Source: an optimization exercise on an open RTL-to-GDS flow (aim: small area and a short achievable clock period). Production flows keep margins and buffers that such runs may drop. In this exercise RTL edits were held to simulation tests only and were not proved equivalent to the original.

[flow/config.mk]
export PLATFORM = sky130hd
export DESIGN_NAME = s4_modulate
export DESIGN_NICKNAME = s4_modulate
export VERILOG_FILES = /design/flow/design.v
export SDC_FILE = /design/flow/constraint.sdc
export NUM_CORES = 4
export LEC_CHECK = 0
export CAP_MARGIN = 20
export CORE_MARGIN = 2
export CORE_UTILIZATION = 40
export SLEW_MARGIN = 20
[flow/constraint.sdc]
create_clock -name core_clock -period 25.0 [get_ports {clk}]
set_input_delay 5.0000 -clock core_clock [delete_from_list [all_inputs] [get_ports {clk}]]
set_output_delay 5.0000 -clock core_clock [all_outputs]
set_load 0.01 [all_outputs]
[flow/design.v]
module s4_modulate (
    input  wire        clk,
    input  wire        rst,
    input  wire        in_valid,
    input  wire        rail,       
    input  wire        cmode,      
    input  wire        lead,       
    input  wire [31:0] v,          
    input  wire [31:0] rvin,       
    input  wire [31:0] icmd,       
    input  wire [31:0] isamp,      
    input  wire [31:0] kc,         
    input  wire [31:0] dmin,       
    input  wire [31:0] dmax,       
    input  wire [31:0] dmid,       
    input  wire [17:0] lper,       
    input  wire [11:0] tonmin,     
    input  wire [11:0] toffmin,    
    output reg         out_valid,
    output reg  [26:0] on_word,    
    output reg  [26:0] off_word,   
    output reg  [27:0] ton,        
    output reg         skip        
);
    wire signed [32:0] ierr   = $signed({icmd[31], icmd}) - $signed({isamp[31], isamp});
    wire signed [63:0] ff_mul = $signed(v) * $signed(rvin);
    wire signed [64:0] fb_mul = ierr * $signed(kc);
    reg               s1_valid;
    reg               s1_rail, s1_cmode, s1_lead;
    reg signed [63:0] s1_ff;
    reg signed [64:0] s1_fb;
    reg signed [31:0] s1_dmin, s1_dmax, s1_dmid;
    reg        [17:0] s1_lper;
    reg        [11:0] s1_tonmin, s1_toffmin;
    always @(posedge clk) begin
        if (rst)
            s1_valid <= 1'b0;
        else
            s1_valid <= in_valid;
        s1_rail    <= rail;
        s1_cmode   <= cmode;
        s1_lead    <= lead;
        s1_ff      <= ff_mul;
        s1_fb      <= fb_mul;
        s1_dmin    <= dmin;
        s1_dmax    <= dmax;
        s1_dmid    <= dmid;
        s1_lper    <= lper;
        s1_tonmin  <= tonmin;
        s1_toffmin <= toffmin;
    end
    wire signed [38:0] ff_q   = s1_ff >>> 25;
    wire               ff_inc = s1_ff[24] & ((|s1_ff[23:0]) | ff_q[0]);
    wire signed [38:0] dff    = ff_q + $signed({38'd0, ff_inc});
    wire signed [53:0] fb_q   = s1_fb >>> 11;
    wire               fb_inc = s1_fb[10] & ((|s1_fb[9:0]) | fb_q[0]);
    wire signed [53:0] dfb    = fb_q + $signed({53'd0, fb_inc});
    wire signed [54:0] base    = s1_rail ? {{16{dff[38]}}, dff} : {{23{s1_dmid[31]}}, s1_dmid};
    wire signed [54:0] dsum    = base + {dfb[53], dfb};
    wire signed [31:0] dsat    = (dsum > 55'sh7FFF_FFFF)           ? 32'sh7FFF_FFFF :
                                 (dsum < -55'sh8000_0000)          ? 32'sh8000_0000 :
                                 dsum[31:0];
    wire signed [31:0] dlo     = (dsat < s1_dmin) ? s1_dmin : dsat;
    wire signed [31:0] duty    = (dlo > s1_dmax) ? s1_dmax : dlo;
    wire signed [50:0] tmul   = duty * $signed({1'b0, s1_lper});
    wire signed [28:0] t_q    = tmul >>> 22;
    wire               t_inc  = tmul[21] & ((|tmul[20:0]) | t_q[0]);
    wire signed [28:0] tr     = t_q + $signed({28'd0, t_inc});
    wire signed [28:0] tmin   = $signed({8'd0, s1_tonmin, 9'd0});
    wire signed [28:0] tmax   = ($signed({11'd0, s1_lper}) - $signed({17'd0, s1_toffmin})) * 29'sd512;
    wire               sk     = tr < tmin;
    wire signed [28:0] t_lo   = sk ? 29'sd0 : tr;
    wire signed [28:0] t_lim  = (t_lo > tmax) ? tmax : t_lo;
    reg               s2_valid;
    reg               s2_cmode, s2_lead, s2_skip;
    reg signed [28:0] s2_ton;
    reg        [17:0] s2_lper;
    always @(posedge clk) begin
        if (rst)
            s2_valid <= 1'b0;
        else
            s2_valid <= s1_valid;
        s2_cmode <= s1_cmode;
        s2_lead  <= s1_lead;
        s2_skip  <= sk;
        s2_ton   <= t_lim;
        s2_lper  <= s1_lper;
    end
    wire signed [29:0] big_l  = $signed({3'd0, s2_lper, 9'd0});
    wire signed [29:0] ton_x  = {s2_ton[28], s2_ton};
    wire signed [29:0] l_ton  = big_l - ton_x;
    wire signed [29:0] ud_on  = l_ton >>> 1;             
    wire signed [29:0] ud_off = l_ton - ud_on;
    reg signed [29:0] on_raw, off_raw;
    always @(*) begin
        if (s2_cmode) begin
            on_raw  = ud_on;
            off_raw = ud_off;
        end else if (s2_lead) begin
            on_raw  = l_ton;
            off_raw = big_l;
        end else begin
            on_raw  = 30'sd0;
            off_raw = ton_x;
        end
    end
    wire signed [29:0] on_c  = (on_raw < 0)  ? 30'sd0 : (on_raw > big_l)  ? big_l : on_raw;
    wire signed [29:0] off_c = (off_raw < 0) ? 30'sd0 : (off_raw > big_l) ? big_l : off_raw;
    always @(posedge clk) begin
        if (rst)
            out_valid <= 1'b0;
        else
            out_valid <= s2_valid;
        on_word  <= on_c[26:0];
        off_word <= off_c[26:0];
        ton      <= s2_ton[27:0];
        skip     <= s2_skip;
    end
endmodule
[flow/run.sh]
#!/bin/bash
# synth_recipe.tcl (not shown) runs the flow's synth.tcl, then flattens the netlist and writes it again
# the make line also repeats each setting of config.mk as NAME=value (left out here)
make -C /OpenROAD-flow-scripts/flow DESIGN_CONFIG=/design/flow/config.mk WORK_HOME=/design/flow/orfs CLKGATE_MAP_FILE= SYNTH_SCRIPT=/design/flow/synth_recipe.tcl finish
==> notes.md <==
==> layout make-up <==
type,instances,area share [%]
Tap cell,3978,3.762
Antenna cell,15,0.02837
Clock buffer,55,0.9515
Multi-Input combinational cell,9629,75.32
Timing Repair Buffer,630,4.322
Sequential cell,406,6.151
Clock inverter,34,0.3282
Inverter,3217,9.131
==> state kept, by name, indices dropped and copies added (netlist names) <==
signal      cells
out_valid       1
s2_cmode        1
s1_lper        18
s1_rail         1
s1_ff          64
s1_fb          65
on_word        27
s2_skip         1
s2_ton         29
s1_toffmin     12
s1_dmin        32
s1_dmid        32
s1_tonmin      12
s2_lead         1
ton            28
skip            1
s1_dmax        32
s1_lead         1
off_word       27
s2_valid        1
s1_cmode        1
s1_valid        1
s2_lper        18
==> critical path: cells and delay by family (launching register included) <==
family / cells / cell delay, ns
buffers and inverters: 10 / 1.46
DFF: 1 / 0.36
and+or+nand+nor: 39 / 8.63
AOI/OAI and AO/OA: 34 / 6.00
adders and majority gates: 14 / 5.68
xor gates and xnor gates: 4 / 0.88
muxes: 1 / 0.34
==> worst max path at each step <==
stage,end,cells past startpoint
CTS,s2_ton[23],101
detailed placement,s2_ton[27],101
finish,s2_ton[23],102
global route,s2_ton[23],104
global placement,s2_ton[18],102
floorplan,s2_ton[15],111
==> synthesized netlist by cell type (all sizes together) (44+ instances only) <==
| library cell | n |
|---|---|
| inv | 3216 |
| fa | 2754 |
| nand2 | 2004 |
| ha | 778 |
| clkbuf | 652 |
| and2 | 641 |
| dfxtp | 406 |
| nor2 | 367 |
| nor2b | 331 |
| a21oi | 330 |
| xnor2 | 293 |
| nand2b | 237 |
| o21ai | 232 |
| nand3 | 221 |
| a21o | 159 |
| xor2 | 132 |
| nand4 | 81 |
| a311oi | 69 |
| and3 | 69 |
| nor4 | 68 |
| nand3b | 67 |
| nor3 | 67 |
| o21a | 60 |
| buf | 55 |
| mux2i | 46 |
| or3 | 45 |
| o221ai | 44 |
==> through the flow <==
stage	setup slack [ns]	cells
after floorplan	1.475	13958
after global placement	-0.04971	17835
after detailed placement	-0.2705	17835
after CTS	0.005731	17935
after global routing	-0.05059	17956
final	1.483	17964
==> cell families after synthesis <==
| kind of cell | Yosys count | synth area share [%] |
|---|---|---|
| and+or+nand+nor | 4302 | 17.11 |
| DFF | 406 | 6.663 |
| AOI/OAI and AO/OA | 1307 | 7.348 |
| xor gates and xnor gates | 425 | 3.051 |
| adders and majority gates | 3532 | 53.17 |
| buffers and inverters | 3924 | 12.13 |
| muxes | 62 | 0.5251 |
==> layer usage <==
layer | up-vias | wire length, µm | global-route usage, %
li1 | 41879 | - | -
met1 | 47558 | 148800 | 30.64
met2 | 2919 | 174100 | 40.58
met3 | 602 | 20420 | 2.479
met4 | 2 | 21530 | 12.10
met5 | - | 13 | 0
==> what timing repair did <==
item / 4_1_cts / 5_1_grt
pin swaps: 3 / 7
endpoints found under the setup margin: 25 / 29
gates cloned: 0 / 2
resized for setup: 5 / 55
buffers inserted: 11 / 12
==> impl_results.md <==
- Area delta synth->final: 8.442%
- Top-area cell type share of the netlist area: 45.19%
- Initial Util: 40.26%
- Die W: 556.3 µm
- Area of the multi-input gates: 99650 µm²
- Leading cell type in the layout, fill and taps excluded: inv_1
- Clk_skew: 0.04050 ns
- WHS Endpoint: s2_lead
- Post-layout util: 43.65%
- Clock Latency Late Sink: 0.69 ns
- Reg2reg start: s1_ff[25]
- WHS: 0.3206 ns
- DP Area: 130100 µm²
- NumNets Final: 17768
- CTS tree: built
- Post-synth top area cell: fa_1
- CP max stage cell: or4_4
- Total wire length: 364900 µm
- CTS Buf Count: 48
- # fillers: 30012
- R2r setup slk: 1.48 ns
- Die Y: 556.3 µm
- Mapped Area: 122000 µm²
- Core region area: 303000 µm²
- Rel. slew slack: 30.35%
- Fmax: 0.04252 GHz
- WP data required: 25.54 ns
- Most used cell, CP: ha_1
- Syn_nets: 17794
- Hold path cells: 0
- Total Negative Setup Slacks: 0 ns
- Share of cells above drive strength 1: 3.715%
- FF-to-FF path depth: 102
- Endpoints failing setup: 0
- H-tree Lvls: 2
- Mean Syn Cell Area: 8.740 µm²
- HP Start: s1_lead
- Gr usage total: 24.05%
- Via count: 92960
- Number of cell rows: 202
- Final min period: 23.52 ns
- Yosys reg bits: 406
- Largest net degree at the start of global routing: 92
- Commonest non-fill, non-tap cells in the layout: inv_1, fa_1, nand2_1, ha_1, and2_1
- Worst Tran Pin Value: 1.035 ns
- IO buf count: 387
- Routed wire length per instance: 20.31 µm
- First-pass GRT wire length: 576800 µm
- Initial antenna violation count: 17
- Area contributors post-synth: fa_1, inv_1, ha_1, dfxtp_1, nand2_1
- I/O pin cnt: 388
- CP startpoint: s1_ff[25]
- Flip-flop and latch area: 8138 µm²
- Routability cong.: 0.9157
- Gr ovfl total: 0
- Finished Cell Area: 132300 µm²
- Final ANT Viol Nets: 0
- Clock buffer depth: 3
- CTS Root Cell: clkbuf_16
- RR Endpoint: s2_ton[23]
- Die ar.: 309400 µm²
- Outcome: complete, no violations
- Startpoint class of the critical path: flop
- Clk slew on worst S/H paths: 0.07 ns
- Number of global-route vias before repair: 98628
- Vias/cell: 5.175
- CP Max Fanout: 27
- First DRT Iteration DRCs: 6144
- Worst Path Class, Setup: reg2reg
- Synth warnings: 1
- Sink Count: 406
- Hold-fix buffers at CTS: 0
- Router iterations before antenna repair: 6
- Crit-path max cell delay: 0.60 ns
- Max-slew violations: 0
- Final Hold Fails: 0
- CP Capture Type: flop
- Post-synth EDFFs: 0
- Worst hold path type: reg2reg
- Ys async rst share: 0%
- Cell variety after synth: 97
- Max Cap Viol: 0
- Final HPWL DP: 286800 µm
- Cells after Synth: 13958
- Predominant post-synthesis flop cell: dfxtp_1
- Final period utilization: 94.07%
- DR DRC count: 0
- Crit path DAT: 24.06 ns
- Post-synthesis sequential area ratio: 6.663%

[static timing again, ports no longer ideal]
How much do the figures lean on ideal ports? The routed layout below was timed once more, with nothing changed but the port constraints. Step 1 sets driving cells, clkbuf_16 on the clock port and buf_2 on the other inputs (assumed; they add their load-dependent delay and slew). Step 2 moves the port delays by t, midway between the first and last clock arrival at a register: inputs arrive t later, outputs are due t later. That takes back most of the time a late clock gives input paths. Three values: ideal, step 1, step 2; two values: the first two.
shift t [ns]: 0.770
slack for setup (ns): 1.483 / 1.483 / 1.483
hold slack, ns: 0.321 / 0.321 / 0.321
worst setup path at the end: register to register
clock arrival spread, ns: 0.041 / 0.041
After both steps setup and hold are still met in this run. The setup slack of this run moves by 0.000 ns with the drivers and by 0.000 ns with both steps.
